Background: an optimization exercise with open tools, aiming at small area, a short achievable clock period and few clock cycles per item. Do not read the settings as production practice. Only simulation tests tie the RTL to the original design; equivalence was not proved. Power is estimated from default activity; no workload was simulated.

`run.sh`:
```
#!/bin/bash
# synth_recipe.tcl (not shown) runs the flow's synth.tcl, then flattens the netlist and writes it again
# the make line also repeats each setting of config.mk as NAME=value (left out here)
make -C /OpenROAD-flow-scripts/flow DESIGN_CONFIG=/design/flow/config.mk WORK_HOME=/design/flow/orfs CLKGATE_MAP_FILE= SYNTH_SCRIPT=/design/flow/synth_recipe.tcl finish
```
`config.mk`:
```
export PLATFORM = sky130hd
export DESIGN_NAME = elc_recon
export DESIGN_NICKNAME = elc_recon
export VERILOG_FILES = /design/flow/design.v
export SDC_FILE = /design/flow/constraint.sdc
export NUM_CORES = 4
export LEC_CHECK = 0
export CAP_MARGIN = 20
export CORE_MARGIN = 2
export CORE_UTILIZATION = 40
export SLEW_MARGIN = 20
```
`constraint.sdc`:
```
create_clock -name core_clock -period 20.0 [get_ports {clk}]
set_input_delay 4.0000 -clock core_clock [delete_from_list [all_inputs] [get_ports {clk}]]
set_output_delay 4.0000 -clock core_clock [all_outputs]
set_load 0.01 [all_outputs]
```
`design.v`:
```
module elc_recon (
    input  wire        clk,
    input  wire        rst,
    input  wire        in_valid,
    output reg         in_ready,
    input  wire [17:0] in_data,
    output wire        out_valid,
    input  wire        out_ready,
    output wire [15:0] out_data,
    output wire        out_last
);
    integer k;
    reg [3:0] ph;
    wire [3:0] ph_p1 = (ph == 4'd8) ? 4'd0 : ph + 4'd1;
    function [3:0] m9inc;            
        input [3:0] a;
        m9inc = (a == 4'd8) ? 4'd0 : a + 4'd1;
    endfunction
    function [3:0] m9dec;            
        input [3:0] a;
        m9dec = (a == 4'd0) ? 4'd8 : a - 4'd1;
    endfunction
    localparam [1:0] I_HDR = 2'd0, I_LVL = 2'd1, I_PRED = 2'd2;
    reg [1:0] ist;
    reg [5:0] icnt;
    reg       icbf;       
    reg [3:0] lag;        
    wire fire = in_valid & in_ready;
    reg        iv;
    reg [1:0]  ik;
    reg [5:0]  iidx;
    reg [17:0] idat;
    reg       cbf, split;
    reg [3:0] cbf4;
    reg [1:0] dcode;
    reg [6:0] ls;
    reg [4:0] qn;
    wire [6:0] h_qe = {1'b0, idat[5:0]} + (idat[7:6] == 2'd0 ? 7'd0 :
                                           idat[7:6] == 2'd1 ? 7'd12 : 7'd36);
    reg [4:0] h_n;
    reg [6:0] h_ls;
    always @(*) begin
        h_n = h_qe / 7'd6;
        case (h_qe % 7'd6)
            7'd0:    h_ls = 7'd64;
            7'd1:    h_ls = 7'd72;
            7'd2:    h_ls = 7'd81;
            7'd3:    h_ls = 7'd91;
            7'd4:    h_ls = 7'd102;
            default: h_ls = 7'd114;
        endcase
    end
    reg               pv;
    reg        [5:0]  pidx;
    reg signed [24:0] pprod;
    wire signed [24:0] l_prod = $signed(idat) * $signed({1'b0, ls});
    wire signed [40:0] d_shl  = {{16{pprod[24]}}, pprod} <<< qn;
    wire signed [32:0] d_rnd  = d_shl[40:8] + {32'd0, d_shl[7]};
    wire        [23:0] d_val  = (d_rnd[32:23] == 10'h000 || d_rnd[32:23] == 10'h3ff)
                                ? d_rnd[23:0]
                                : (d_rnd[32] ? 24'h800000 : 24'h7fffff);
    reg        [23:0] z;
    reg               zv, zh, zrst, zlast, zu7;
    reg        [2:0]  zr;
    reg signed [33:0] acc [0:7];
    wire [215:0] ring [0:7];
    wire [23:0]  ring_tap [0:7];
    wire [23:0] e_val [0:7];
    wire [16:0] r_val [0:7];
    genvar gi;
    generate
        for (gi = 0; gi < 8; gi = gi + 1) begin : g_lane
            wire [33:0] a = acc[gi];
            assign e_val[gi] = (a[33:30] == 4'h0 || a[33:30] == 4'hf) ? a[30:7]
                               : (a[33] ? 24'h800000 : 24'h7fffff);
            assign r_val[gi] = (a[33:23] == 11'h000 || a[33:23] == 11'h7ff) ? a[23:7]
                               : (a[33] ? 17'h10000 : 17'h0ffff);
        end
    endgenerate
    reg wr;       
    reg wr7;      
    generate
        for (gi = 0; gi < 8; gi = gi + 1) begin : g_ring
            reg [215:0] r;
            always @(posedge clk)
                r <= {wr ? e_val[gi] : r[23:0], r[215:24]};
            assign ring[gi] = r;
            assign ring_tap[gi] = r[24*((gi + 8) % 9) +: 24];
        end
    endgenerate
    reg       vdone;      
    reg [3:0] rt;         
    reg [2:0] hrow;       
    reg       hrun;
    reg [2:0] hj;
    reg       hdone;      
    reg [2:0] arow;       
    reg [152:0] rr;
    reg         rvalid;
    reg [2:0]   rrow;
    reg [3:0]   hi;       
    reg [3:0]   rused;    
    reg        q0v, q1v, q2v;
    reg [16:0] q0, q1, q2;       
    assign out_valid = q0v;
    assign out_data  = q0[15:0];
    assign out_last  = q0[16];
    wire inr_pred = iv && (ik == I_PRED);
    wire free_end = !rvalid || (rused + {3'd0, inr_pred} == 4'd8);
    wire load     = hdone && free_end;
    wire fire_lvl  = fire && (ist == I_LVL);
    wire fire_pred = fire && (ist == I_PRED);
    wire       hdone_n  = (hdone && !load) || (zv && zh && zlast);
    wire       rvalid_n = rvalid || load;
    wire [3:0] rused_n  = load ? 4'd0 : rused + {3'd0, inr_pred};
    wire [3:0] hi_n     = load ? 4'd0 : m9inc(hi);
    wire [2:0] rrow_n   = load ? arow : rrow;
    wire [2:0] arow_n   = (zv && zh && zlast) ? (hrow - 3'd1) : arow;
    wire       load_n   = hdone_n && (!rvalid_n || (rused_n + {3'd0, fire_pred} == 4'd8));
    wire accs_ok = !hdone_n || load_n;
    wire hstart  = vdone && !hrun && (ph == rt) && accs_ok;
    wire hread   = hstart || hrun;
    reg [1:0] ist_n;
    reg [5:0] icnt_n;
    reg       icbf_n;
    always @(*) begin
        ist_n  = ist;
        icnt_n = icnt;
        icbf_n = icbf;
        if (fire) begin
            case (ist)
                I_HDR: begin
                    ist_n  = in_data[8] ? I_LVL : I_PRED;
                    icbf_n = in_data[8];
                    icnt_n = 6'd0;
                end
                I_LVL: begin
                    icnt_n = icnt + 6'd1;
                    if (icnt == 6'd63) ist_n = I_PRED;
                end
                default: begin
                    icnt_n = icnt + 6'd1;
                    if (icnt == 6'd63) ist_n = I_HDR;
                end
            endcase
        end
    end
    wire [3:0] lag_n = fire_lvl ? 4'd0 : m9inc(lag);
    wire       pop   = q0v && out_ready;
    wire [1:0] occ   = {1'b0, q0v} + {1'b0, q1v} + {1'b0, q2v};
    wire [1:0] occ_n = occ - {1'b0, pop} + {1'b0, inr_pred};
    wire [3:0] hi_nn   = load_n ? 4'd0 : m9inc(hi_n);
    wire [2:0] rrow_nn = load_n ? arow_n : rrow_n;
    wire       rv_nn   = rvalid_n || load_n;
    wire       credit  = ({1'b0, occ_n} + {2'b0, fire_pred}) <= 3'd2;
    reg ready_n;
    always @(*) begin
        case (ist_n)
            I_HDR:   ready_n = 1'b1;
            I_LVL:   ready_n = (icnt_n == 6'd0) || (lag_n == 4'd0);
            default: ready_n = credit && (!icbf_n ||
                               (rv_nn && hi_nn == {1'b0, icnt_n[2:0]} &&
                                rrow_nn == icnt_n[5:3]));
        endcase
    end
    wire signed [23:0] zs  = z;
    wire signed [31:0] z1  = zs;
    wire signed [31:0] z3  = z1 + (z1 <<< 1);
    wire signed [31:0] z5  = z1 + (z1 <<< 2);
    wire signed [31:0] z13 = z5 + (z1 <<< 3);
    wire signed [31:0] z17 = z1 + (z1 <<< 4);
    wire signed [31:0] z34 = z17 <<< 1;
    wire signed [31:0] z51 = z3 + (z3 <<< 4);
    wire signed [31:0] z45 = z5 + (z5 <<< 3);
    wire signed [31:0] z59 = (z1 <<< 6) - z5;
    wire signed [31:0] z65 = (z1 <<< 6) + z1;
    wire signed [31:0] z24 = z3 <<< 3;
    wire signed [31:0] z64 = z1 <<< 6;
    wire signed [31:0] z84 = (z5 <<< 2) + (z1 <<< 6);
    function [3:0] magsel;           
        input       sp;
        input [2:0] r;
        input [1:0] i;
        reg [7:0] m;
        begin
            if (!sp) begin
                case ({r, i})
                    5'o00, 5'o01, 5'o02, 5'o03: m = 45;
                    5'o04: m = 65; 5'o05: m = 51; 5'o06: m = 34; 5'o07: m = 13;
                    5'o10: m = 59; 5'o11: m = 24; 5'o12: m = 24; 5'o13: m = 59;
                    5'o14: m = 51; 5'o15: m = 13; 5'o16: m = 65; 5'o17: m = 34;
                    5'o20, 5'o21, 5'o22, 5'o23: m = 45;
                    5'o24: m = 34; 5'o25: m = 65; 5'o26: m = 13; 5'o27: m = 51;
                    5'o30: m = 24; 5'o31: m = 59; 5'o32: m = 59; 5'o33: m = 24;
                    5'o34: m = 13; 5'o35: m = 34; 5'o36: m = 51; 5'o37: m = 65;
                    default: m = 0;
                endcase
            end else begin
                case ({r[1:0], i})
                    4'h0, 4'h1, 4'h2, 4'h3, 4'h8, 4'h9, 4'ha, 4'hb: m = 64;
                    4'h4, 4'h7, 4'hd, 4'he: m = 84;
                    default: m = 34;
                endcase
            end
            case (m)
                13: magsel = 1;  24: magsel = 2;  34: magsel = 3;
                45: magsel = 4;  51: magsel = 5;  59: magsel = 6;
                65: magsel = 7;  64: magsel = 8;  84: magsel = 9;
                default: magsel = 0;
            endcase
        end
    endfunction
    function lneg;
        input       sp;
        input [2:0] r;
        input [2:0] kk;
        reg [7:0] row8;
        reg [3:0] row4;
        begin
            case (r)
                3'd0: row8 = 8'b00000000;
                3'd1: row8 = 8'b11110000;
                3'd2: row8 = 8'b00111100;
                3'd3: row8 = 8'b10001110;
                3'd4: row8 = 8'b01100110;
                3'd5: row8 = 8'b10110010;
                3'd6: row8 = 8'b01011010;
                default: row8 = 8'b10101010;
            endcase
            case (r[1:0])
                2'd0: row4 = 4'b0000;
                2'd1: row4 = 4'b1100;
                2'd2: row4 = 4'b0110;
                default: row4 = 4'b1010;
            endcase
            lneg = sp ? row4[kk[1:0]] : row8[kk];
        end
    endfunction
    reg [31:0] q_slot [0:3];
    always @(*) begin
        for (k = 0; k < 4; k = k + 1) begin
            case (magsel(split, zr, k[1:0]))
                4'd1:    q_slot[k] = z13;
                4'd2:    q_slot[k] = z24;
                4'd3:    q_slot[k] = z34;
                4'd4:    q_slot[k] = z45;
                4'd5:    q_slot[k] = z51;
                4'd6:    q_slot[k] = z59;
                4'd7:    q_slot[k] = z65;
                4'd8:    q_slot[k] = z64;
                default: q_slot[k] = z84;
            endcase
        end
    end
    reg [33:0] acc_n [0:7];
    always @(*) begin
        for (k = 0; k < 8; k = k + 1) begin : lanes
            reg        act, ng;
            reg [33:0] base, addend;
            reg [34:0] sum;
            act    = zv && (!split || (zr[2] == k[2]));
            ng     = act && lneg(split, zr, k[2:0]);
            base   = (zv && zrst) ? 34'd64 : acc[k];
            addend = act ? {{2{q_slot[(k < 4) ? k : 7 - k][31]}}, q_slot[(k < 4) ? k : 7 - k]}
                         : 34'd0;
            sum    = {base, 1'b1} + {addend ^ {34{ng}}, ng};
            acc_n[k] = sum[34:1];
        end
    end
    wire [2:0]  sx = iidx[2:0];
    wire [2:0]  sy = iidx[5:3];
    wire        coded = cbf && (!split || cbf4[{sy[2], sx[2]}]);
    wire [16:0] res   = coded ? rr[16:0] : 17'd0;
    wire signed [17:0] recon = $signed({2'b00, idat[15:0]}) + $signed({res[16], res});
    wire [15:0] maxval = dcode == 2'd0 ? 16'h03ff : dcode == 2'd1 ? 16'h0fff : 16'hffff;
    wire [15:0] sample = recon[17] ? 16'd0 :
                         (recon[16] || recon[15:0] > maxval) ? maxval : recon[15:0];
    wire [16:0] qin = {iidx == 6'd63, sample};
    always @(posedge clk) begin
        idat  <= in_data;
        pprod <= l_prod;
        z     <= pv ? d_val : ring_tap[hrow];
        for (k = 0; k < 8; k = k + 1)
            acc[k] <= acc_n[k];
        rr <= load ? {r_val[0], r_val[7], r_val[6], r_val[5], r_val[4],
                      r_val[3], r_val[2], r_val[1], r_val[0]}
                   : {rr[16:0], rr[152:17]};
        if (iv && ik == I_HDR) begin
            cbf   <= idat[8];
            split <= idat[9];
            cbf4  <= idat[13:10];
            dcode <= idat[7:6];
            ls    <= h_ls;
            qn    <= h_n;
        end
        iidx <= icnt;
        ik   <= ist;
        pidx <= iidx;
        zr   <= pv ? pidx[2:0] : 3'd7 - hj;
        zrst <= pv ? (pidx[2:0] == 3'd0) : (hj == 3'd0);
        zlast <= pv ? (pidx[2:0] == 3'd7) : (hj == 3'd7);
        zu7  <= pidx[5:3] == 3'd7;
        zh   <= !pv;
        if (rst) begin
            ph       <= 4'd0;
            ist      <= I_HDR;
            icnt     <= 6'd0;
            icbf     <= 1'b0;
            lag      <= 4'd0;
            in_ready <= 1'b0;
            iv       <= 1'b0;
            pv       <= 1'b0;
            zv       <= 1'b0;
            wr       <= 1'b0;
            wr7      <= 1'b0;
            vdone    <= 1'b0;
            rt       <= 4'd0;
            hrow     <= 3'd0;
            hrun     <= 1'b0;
            hj       <= 3'd0;
            hdone    <= 1'b0;
            arow     <= 3'd0;
            rvalid   <= 1'b0;
            rrow     <= 3'd0;
            hi       <= 4'd0;
            rused    <= 4'd0;
            q0v      <= 1'b0;
            q1v      <= 1'b0;
            q2v      <= 1'b0;
        end else begin
            ph       <= ph_p1;
            ist      <= ist_n;
            icnt     <= icnt_n;
            icbf     <= icbf_n;
            lag      <= lag_n;
            in_ready <= ready_n;
            iv       <= fire;
            pv       <= iv && (ik == I_LVL);
            zv       <= pv || hread;
            wr       <= zv && !zh && zlast;
            wr7      <= zv && !zh && zlast && zu7;
            if (wr7) begin
                vdone <= 1'b1;
                rt    <= ph_p1;
                hrow  <= 3'd0;
            end
            if (hread) begin
                hj   <= hj + 3'd1;
                hrun <= hstart ? 1'b1 : (hj != 3'd7);
                if (hstart)
                    rt <= m9dec(rt);
                if (!hstart && hj == 3'd7) begin
                    hrow <= hrow + 3'd1;
                    if (hrow == 3'd7) vdone <= 1'b0;
                end
            end
            hdone <= hdone_n;
            arow  <= arow_n;
            rvalid <= rvalid_n;
            rused  <= rused_n;
            hi     <= hi_n;
            rrow   <= rrow_n;
            case ({pop, inr_pred})
                2'b01: begin
                    if (!q0v)      begin q0v <= 1'b1; q0 <= qin; end
                    else if (!q1v) begin q1v <= 1'b1; q1 <= qin; end
                    else           begin q2v <= 1'b1; q2 <= qin; end
                end
                2'b10: begin
                    q0v <= q1v; q0 <= q1;
                    q1v <= q2v; q1 <= q2;
                    q2v <= 1'b0;
                end
                2'b11: begin
                    if (q1v) begin q0 <= q1; end
                    else     begin q0 <= qin; end
                    if (q2v) begin q1 <= q2; end
                    else     begin q1 <= qin; end
                    q1v <= q1v;
                    q2  <= qin;
                    q2v <= q2v;
                end
                default: ;
            endcase
        end
    end
endmodule
```
==> notes.md <==
Ports=41; Reg clk slew, reported paths=0.06 ns; worst-margin pin slew=1.29 ns; Worst EP required=20.73 ns; top cell type's share of synthesized area=46.0%; Main synth FF type=dfxtp_1; final cycle utilization of the critical path=50.8%; status=no timing/DRC/antenna violations; Hold Path Class=reg2reg; number of DRC markers in iteration 0=8435; port buffer count=40; Reg-to-Reg End=acc[4][33]$_DFF_P_; IR drop worst, VDD=103 uV; skew final=0.113 ns; register bit total from synthesis=2365; global-route met2 utilization=41.4%; endpoints failing setup=0; Multi-input gate area=0.0492 mm^2; met3 GRT Util=6.69%; Pleak=47.2 nW; most frequent cell after synthesis=dfxtp_1; register area share after synthesis=48.1%; via-per-instance ratio=5.72; GRT Max-Usage Layer=met2; CTS tree=built; Synth Warn #=4; nets@finish=10900; Worst Hold Launch=g_ring[0].r[66]$_DFF_P_; Pre-Repair DR Iteration Count=7; Layout fillers=23300; die area=0.254 mm^2; mean area per synthesized cell=9.79 um^2; Clock Root Buffer=clkbuf_16; layout cells sized above 1=7.95%; routability cong.=1.03; number of flops mapped to enable cells by yosys=70; Max Freq=98.4 MHz; Post-CTS Setup Inserts=0; die width=504 um; slowest cell delay on critical path=1.04 ns; Post-Route Utilization=45.3%; CP arrival=10.89 ns; Setup TNS Final=0 ns; Syn-to-layout area delta=12.6%; unrepaired setup endpoints after global routing=false; initial antenna violation count=31; Hold Path Depth=0; Worst path most repeated cell=a21oi_1; Register Area=0.0481 mm^2; Pwr per Cell Area=108 mW/mm^2; Core Region=0.248 mm^2; DP HPWL=274 mm; WHS Endpoint=g_ring[0].r[42]$_DFF_P_; Hold Violations, Final=0; Post-CTS Hold Buffers=0; CTS Buffer Depth=3; first-pass GRT wire length=519 mm; r2r startpoint=z[0]$_DFF_P_; Period minus WS final=10.16 ns; DR WL/cell=26.4 um; largest fanout on the critical path=25; max-capacitance violation count=0; Mapped Nets=10900; synth cell count leaders=2295 x dfxtp_1, 925 x nor2_1, 896 x a21oi_1; CP startpoint kind=flop; flop2flop setup slack=9.84 ns; CTS H-tree depth=4; total number of vias=78700; Reg2Reg Depth=39; pins over their slew limit=0; Post-Synthesis Cells=10200; Synth async-reset ratio=0%; DR DRC count=0; WS Path Type=reg2reg; crit path capture type=flop; GRT Total Usage=27.6%; Final ANT Viol Nets=0; CTS sink count=2365; distinct cell type count after synthesis=119; Total Wirelength=363 mm; CTS-repair resized insts=0; vias in the first global route=74300; Initial Util=40.2%; Die Y=504 um; GRT Residual Overflow=0; Worst-Skew Late Latency=0.91 ns; Rel. slew slack=13.7%; synthesized area=0.0999 mm^2; critical path's slowest cell=o31ai_1; Synth area leaders=dfxtp_1 46%, ha_1 7.3%, a21oi_1 4.5%; Yosys top cell by area=dfxtp_1; cts bufs inserted=227; Rows=183; largest net degree at the start of global routing=186; met1 Use GR=37.5%
[per-layer routing]
metal	up-vias	wire length [um]
li1	36300	-
met1	38100	158000
met2	3467	154000
met3	798	31800
met4	18	19200
met5	-	138
[flip-flops by register name, summed over array words and instances (netlist names), 5 cells and up]
register	cells
iidx	6
pidx	6
qn	5
g_ring.r	1728
pprod	25
q0	17
rr	153
icnt	6
ls	6
q2	17
acc	272
z	24
q1	17
idat	18
[kinds of logic after synthesis]
| family | share of synthesized area (%) |
|---|---|
| AOI/OAI and AO/OA | 17.9 |
| buffers and inverters | 2.95 |
| xor gates and xnor gates | 4.92 |
| DFF | 48.1 |
| muxes | 3.15 |
| adders and majority gates | 9.38 |
| and+or+nand+nor | 13.6 |
[through the flow]
| stage | instance area (um^2) | power (W) | worst slack, ns | hold slack [ns] | std cells |
|---|---|---|---|---|---|
| 2_1_floorplan | 99900 | 0.00684 | 12.43 | 0.310 | 10200 |
| 4_1_cts | 112000 | 0.0122 | 10.14 | 0.271 | 13700 |
| 3_5_place_dp | 104000 | 0.00769 | 10.19 | 0.312 | 13300 |
| 3_3_place_gp | 104000 | 0.00766 | 10.18 | 0.310 | 13300 |
| 5_1_grt | 112000 | 0.0126 | 9.54 | 0.277 | 13700 |
| 6_report | 112000 | 0.0121 | 9.84 | 0.276 | 13800 |
[how the worst max path moves through the flow]
stage / start / to / slack, ns / depth (start not counted)
final: z[0]$_DFF_P_ / acc[4][33]$_DFF_P_ / 9.84 / 39
after global routing: z[0]$_DFF_P_ / acc[4][33]$_DFF_P_ / 9.54 / 39
after CTS: z[0]$_DFF_P_ / acc[4][33]$_DFF_P_ / 10.14 / 39
after detailed placement: z[0]$_DFF_P_ / acc[4][33]$_DFF_P_ / 10.19 / 39
after global placement: z[0]$_DFF_P_ / acc[4][33]$_DFF_P_ / 10.18 / 39
after floorplan: z[1]$_DFF_P_ / acc[5][32]$_DFF_P_ / 12.43 / 40
[area by class of cell]
class                   instances  area share, %
diodes                         12         0.0267
clock buffers                 306           5.73
clock inverters               116           1.45
inverters                     295          0.985
multi-input cells            7091           43.7
flip-flops and latches       2365           42.7
well taps                    3330           3.70
repair buffers                235           1.67
[worst max-delay path, delay by kind of cell (launching register included)]
| kind | cells | cell delay [ns] |
|---|---|---|
| adders and majority gates | 4 | 1.49 |
| and+or+nand+nor | 11 | 2.21 |
| buffers and inverters | 2 | 0.33 |
| muxes | 1 | 0.20 |
| DFF | 1 | 0.31 |
| AOI/OAI and AO/OA | 18 | 4.70 |
| xor gates and xnor gates | 3 | 0.78 |
[layout by cell type (no fill, tap or decap), drive strengths merged, types with 33 or more instances in the layout]
| master | count |
|---|---|
| and3 | 48 |
| xor2 | 162 |
| mux2i | 168 |
| nor2 | 928 |
| nor3 | 133 |
| and2 | 397 |
| nand4 | 74 |
| o22ai | 53 |
| clkbuf | 306 |
| o211ai | 61 |
| a221oi | 122 |
| nand2b | 119 |
| o21a | 91 |
| dfxtp | 2295 |
| edfxtp | 70 |
| clkdlybuf4s50 | 39 |
| o21bai | 69 |
| o221ai | 35 |
| a221o | 48 |
| nand3 | 186 |
| a222oi | 49 |
| mux4 | 37 |
| fa | 105 |
| ha | 581 |
| buf | 196 |
| clkinv | 68 |
| or3 | 44 |
| mux2 | 52 |
| nor4 | 33 |
| a31oi | 192 |
| a21oi | 896 |
| a22oi | 55 |
| o21ai | 542 |
| a211oi | 59 |
| a21o | 194 |
| nor2b | 116 |
| xnor2 | 397 |
| nand2 | 626 |
| or2 | 36 |
| inv | 304 |
[report_power, final]
part,switching (W),total [W],leakage (nW),internal [W]
combinational,0.00142,0.00228,23.9,0.000864
sequential,0.000331,0.00535,19.4,0.00502
clock,0.00191,0.00450,3.91,0.00259
Testbench counts, summed over its fixed seeds: cycles 41,537, blocks 320.

[port drivers added, routing unchanged]
In the flow no input, the clock included, has a driving cell. The finished layout below was timed again as built, in two steps.
Step 1: set_driving_cell puts a clkbuf_16 on clk and a buf_2 on each other input, an assumption about the parent block.
Step 2 times the ports against the registers' clock, not the clock port: input delays grow and output delays shrink by t, the midpoint of the rising clock arrivals with the driver on.
a / b / c = no drivers / after step 1 / after step 2; a / b = the first two.
shift t [ns]: 0.939
slack for setup (ns): 9.841 / 9.841 / 9.841
clock arrival spread, ns: 0.117 / 0.117
slew at the worst register clock pin (ns): 0.07 / 0.07
pins driven straight from the clock port: 1
After both steps setup and hold are still met in this run. The setup slack of this run moves by 0.000 ns with the drivers and by 0.000 ns with both steps.
